From an optimization exercise on the open Yosys and OpenROAD flow, aimed at small area; shortcuts taken in it are not production practice.
Power is estimated from default activity; no workload was simulated.

## ce_alu
module ce_alu (
    input  wire        clk,
    input  wire        rst,         
    input  wire        in_valid,
    output wire        in_ready,
    input  wire [7:0]  op,
    input  wire [1:0]  sz,          
    input  wire [31:0] a,           
    input  wire [31:0] b,           
    input  wire [31:0] c,           
    input  wire [4:0]  flags_in,    
    output reg         out_valid,
    output wire [31:0] result,
    output reg  [4:0]  flags_out,
    output reg         wr_d,
    output reg  [1:0]  exc          
);
Size in the first run: roughly 820 cells after synthesis, about 84 flip-flops, ~6700 µm² of cells after synthesis.
Settings: LEC_CHECK=0, CAP_MARGIN=5, CORE_MARGIN=2, CORE_UTILIZATION=35, GPL_TIMING_DRIVEN=0, SLEW_MARGIN=5; clock period 10.0 ns.
standard.sh (not shown) runs the stock make flow with config.mk's settings and CLKGATE_MAP_FILE= SYNTH_SCRIPT=/design/flow/synth_recipe.tcl, a recipe that flattens the netlist after the stock synthesis.
==> flow/flow/run.sh <==
#!/bin/bash
# Layout flow: the standard ORFS layout (standard.sh's make targets and
# settings), with two changes that only affect cell area:
#  1. synthesis maps the logic with an area-oriented ABC script
#     (flow/abc_area.script) instead of ORFS's delay-oriented one; everything
#     else in synthesis (front end, flop mapping, flattening, renaming) is
#     ORFS's and the standard flow's synthesis unchanged, so the registers keep the
#     standard synthesis's names and cell types;
#  2. the port buffers that placement inserts on every input and output are
#     sky130_fd_sc_hd__buf_1 instead of the resizer's default pick;
#  3. clock tree synthesis builds the tree from sky130_fd_sc_hd__clkbuf_8
#     and adds no dummy loads.
# Each tool's output goes to a log file of its own in this folder.
set -euo pipefail
W=$(pwd)
ABC_SCRIPT=${ABC_SCRIPT_FILE:-$W/flow/abc_area.script}
PORT_BUF=${PORT_BUF_CELL:-sky130_fd_sc_hd__buf_1}

# ORFS's synth.tcl with only the ABC script replaced
sed "s#^source \$::env(SCRIPTS_DIR)/synth_preamble.tcl\$#source \$::env(SCRIPTS_DIR)/synth_preamble.tcl\nset abc_args [lreplace \$abc_args 1 1 $ABC_SCRIPT]#" \
    "$FLOW_HOME/scripts/synth.tcl" > "$W/synth_area_core.tcl"
grep -q "lreplace" "$W/synth_area_core.tcl"
# The standard flow's synthesis wrapper, sourcing the copy above
sed "s#\$::env(SCRIPTS_DIR)/synth.tcl#$W/synth_area_core.tcl#" synth_recipe.tcl > "$W/synth_area.tcl"
grep -q "synth_area_core" "$W/synth_area.tcl"
# The standard flow's config plus the port buffer choice
cp config.mk "$W/config_area.mk"
echo "export BUFFER_PORTS_ARGS = -buffer_cell $PORT_BUF" >> "$W/config_area.mk"
echo "export CTS_ARGS = -sink_clustering_enable -repair_clock_nets -buf_list ${CTS_BUF:-sky130_fd_sc_hd__clkbuf_8} -dont_use_dummy_load" >> "$W/config_area.mk"
# standard.sh with that synthesis script and config
sed -e "s#SYNTH_SCRIPT=[^ ]*#SYNTH_SCRIPT=$W/synth_area.tcl#" \
    -e "s#DESIGN_CONFIG=[^ ]*#DESIGN_CONFIG=$W/config_area.mk#" standard.sh > "$W/standard_area.sh"
grep -q "config_area.mk" "$W/standard_area.sh"

bash "$W/standard_area.sh" synth > "$W/synth.log" 2>&1
bash "$W/standard_area.sh" > "$W/layout.log" 2>&1
test -f out/final.def
==> flow/flow/abc_area.script <==
strash
&get -n
&fraig -x
&put
scorr
dc2
dretime
strash
&get -n
&dch -f
&nf
&put
topo
stime -c
upsize -c
dnsize -c
The starting point passed the timing, design-rule and antenna checks.
Rerun with:
--- a/flow/design.v
+++ b/flow/design.v
@@ -18,17 +18,17 @@
     localparam FC = 0, FV = 1, FZ = 2, FN = 3, FT = 4;
     localparam [4:0] S_IDLE  = 5'd0,  S_ARITH = 5'd1,  
                      S_LOOP  = 5'd3,  S_SHIFT = 5'd4,  S_ROTB  = 5'd5,
                      S_FFSC  = 5'd7,  S_BSW   = 5'd8,
                      S_CRC   = 5'd9,  S_MULT  = 5'd10, S_CORR1 = 5'd11,
                      S_CORR2 = 5'd12, S_DIVZ  = 5'd13, S_DSTEP = 5'd14,
                      S_DCORR = 5'd15, S_FLAGS = 5'd16, S_WLDR = 5'd17,
                      S_WLDN  = 5'd18, S_RDQ   = 5'd19,
-                     S_LDB   = 5'd2;
+                     S_LDB   = 5'd2,  S_SUB   = 5'd6,  S_NEG   = 5'd20;
     reg [4:0]  state;
     reg [31:0] R;           
     reg [31:0] W;           
     reg [4:0]  cnt;
     reg        seen;        
     assign result = R;
     wire s8  = (sz == 2'd0);
     wire s16 = (sz == 2'd1);
@@ -167,21 +167,21 @@
                 default: loop_f = lg_r & ~lg_w;
             endcase
         end else begin
             loop_f = (lg_r ^ is_not ^ (neg_loop & seen)) & lt_n;
         end
     end
     wire bmod = (lo[1:0] == 2'd1) ? 1'b1 : (lo[1:0] == 2'd2) ? 1'b0 :
                 (lo[1:0] == 2'd3) ? ~R[0] : R[0];
-    wire x_s = msb_at(X, sz);
-    wire y_s = msb_at(Y, sz);
-    wire r_s = msb_at(S[31:0], sz);
-    wire c_n = s8 ? S[8] : s16 ? S[16] : S[32];
-    wire v_n = ~(x_s ^ y_s) & (x_s ^ r_s);
+    wire ab_x   = a_neg ^ b_neg;
+    wire c_add  = (a_neg & b_neg) | (ab_x & ~nR);
+    wire c_sub  = (~a_neg & b_neg) | (~ab_x & nR);
+    wire v_add  = ~ab_x & (a_neg ^ nR);
+    wire v_sub  = ab_x & (a_neg ^ nR);
     wire zn_upd = (exc == 2'd0) & ~(is_btst | is_bsf | is_ffs | is_crc);
     always @* begin
         nstate  = state;
         cnt_clr = 1'b0;
         F_n     = flags_out;
         last    = 1'b0;
         exc_set1 = 1'b0;
         seen_n  = seen;
@@ -200,17 +200,17 @@
                     is_not | is_tst | is_shift)) begin
                     F_n[FC] = 1'b0;
                     F_n[FV] = 1'b0;
                 end
                 xhi = 2'd0; xlo = 2'd0; ysa = 1'b1;
                 if (!legal | is_tst)
                     nstate = S_FLAGS;
                 else if (is_add | is_sub | is_neg)
-                    nstate = S_ARITH;
+                    nstate = is_add ? S_ARITH : is_sub ? S_SUB : S_NEG;
                 else if (is_not)
                     nstate = S_LOOP;     
                 else if (is_shift | is_btst)
                     nstate = is_shift ? S_SHIFT : S_ROTB;
                 else if (is_ffs)
                     nstate = S_WLDR;
                 else if (is_bsw)
                     nstate = s8 ? S_FLAGS : S_BSW;
@@ -219,27 +219,26 @@
             end
             S_LDB: begin
                 xhi = 2'd0; xlo = 2'd0;
                 ysb = ~is_bsf; ysc = is_bsf;
                 cnt_clr = 1'b1;
                 nstate = is_bsf ? S_ROTB : (is_logic | is_crc | is_mulh) ? S_WLDR :
                          is_mul ? S_WLDN : S_DIVZ;
             end
-            S_ARITH: begin
-                if (is_neg) begin
+            S_ARITH, S_SUB, S_NEG: begin
+                if (state == S_NEG) begin
                     xhi = 2'd0; xlo = 2'd0; ysa = 1'b1;
                 end else begin
                     ysb = 1'b1;
                 end
-                yinv = ~is_add; yfv = ~is_add;
-                ycin = is_neg | (is_sub & ~is_subc) | (is_subc & ~flags_in[FC]) |
-                       (is_addc & flags_in[FC]);
-                F_n[FC] = c_n;
-                F_n[FV] = v_n;
+                yinv = (state != S_ARITH); yfv = yinv;
+                ycin = (state == S_NEG) ? 1'b1 :
+                       (state == S_SUB) ? ~(op[0] & flags_in[FC]) :
+                                          (op[0] & flags_in[FC]);
                 cnt_clr = 1'b1;
                 nstate = S_LOOP;           
             end
             S_WLDR: begin
                 wq = R[0];
                 if (cnt == 5'd31) begin
                     cnt_clr = 1'b1;
                     if (is_mulh) begin
@@ -367,16 +366,23 @@
                 end
                 seen_n = 1'b0;
                 if (lastn) begin
                     cnt_clr = 1'b1;
                     nstate = S_LOOP;
                 end
             end
             S_FLAGS: begin
+                if (legal & is_add) begin
+                    F_n[FC] = c_add; F_n[FV] = v_add;
+                end else if (legal & is_sub) begin
+                    F_n[FC] = c_sub; F_n[FV] = v_sub;
+                end else if (legal & is_neg) begin
+                    F_n[FC] = ~zR;   F_n[FV] = a_neg & nR;
+                end
                 if (zn_upd) begin
                     F_n[FZ] = zR;
                     F_n[FN] = nR;
                 end
                 last = 1'b1;
             end
             default: nstate = S_IDLE;
         endcase
- wire length climbs by 1.1%
- power came out higher by 6.8%
- combinational power grows by 12%
- critical path depth goes down by 11
- design area falls by 1.8%
No functional check of the RTL was part of any run of this note.

==> separate check: timing with driven ports <==
The results above use ideal ports. As a check the final layouts listed here were re-extracted and re-timed, cells and wires unchanged.
Step 1: set_driving_cell puts a clkbuf_16 on clk and a buf_2 on each other input, an assumption about the parent block.
Step 2 adds t to the input delays and takes it off the output delays; t is the mean of the earliest and latest rising clock arrival at the registers after step 1. Input paths then give back, and output paths get back, about the clock's delay inside the block.
a / b / c = no drivers / after step 1 / after step 2; a / b = the first two.
run	t, ns	setup WS [ns]	hold slack, ns
the first run	0.405	0.441 / 0.457 / 0.052	0.316 / 0.316 / 0.316
the second run	0.420	0.556 / 0.560 / 0.140	0.314 / 0.314 / 0.314
After both steps setup and hold are still met in every run listed. The setup slack of the second run, which loses most, moves by +0.004 ns with the drivers and by -0.416 ns with both steps.
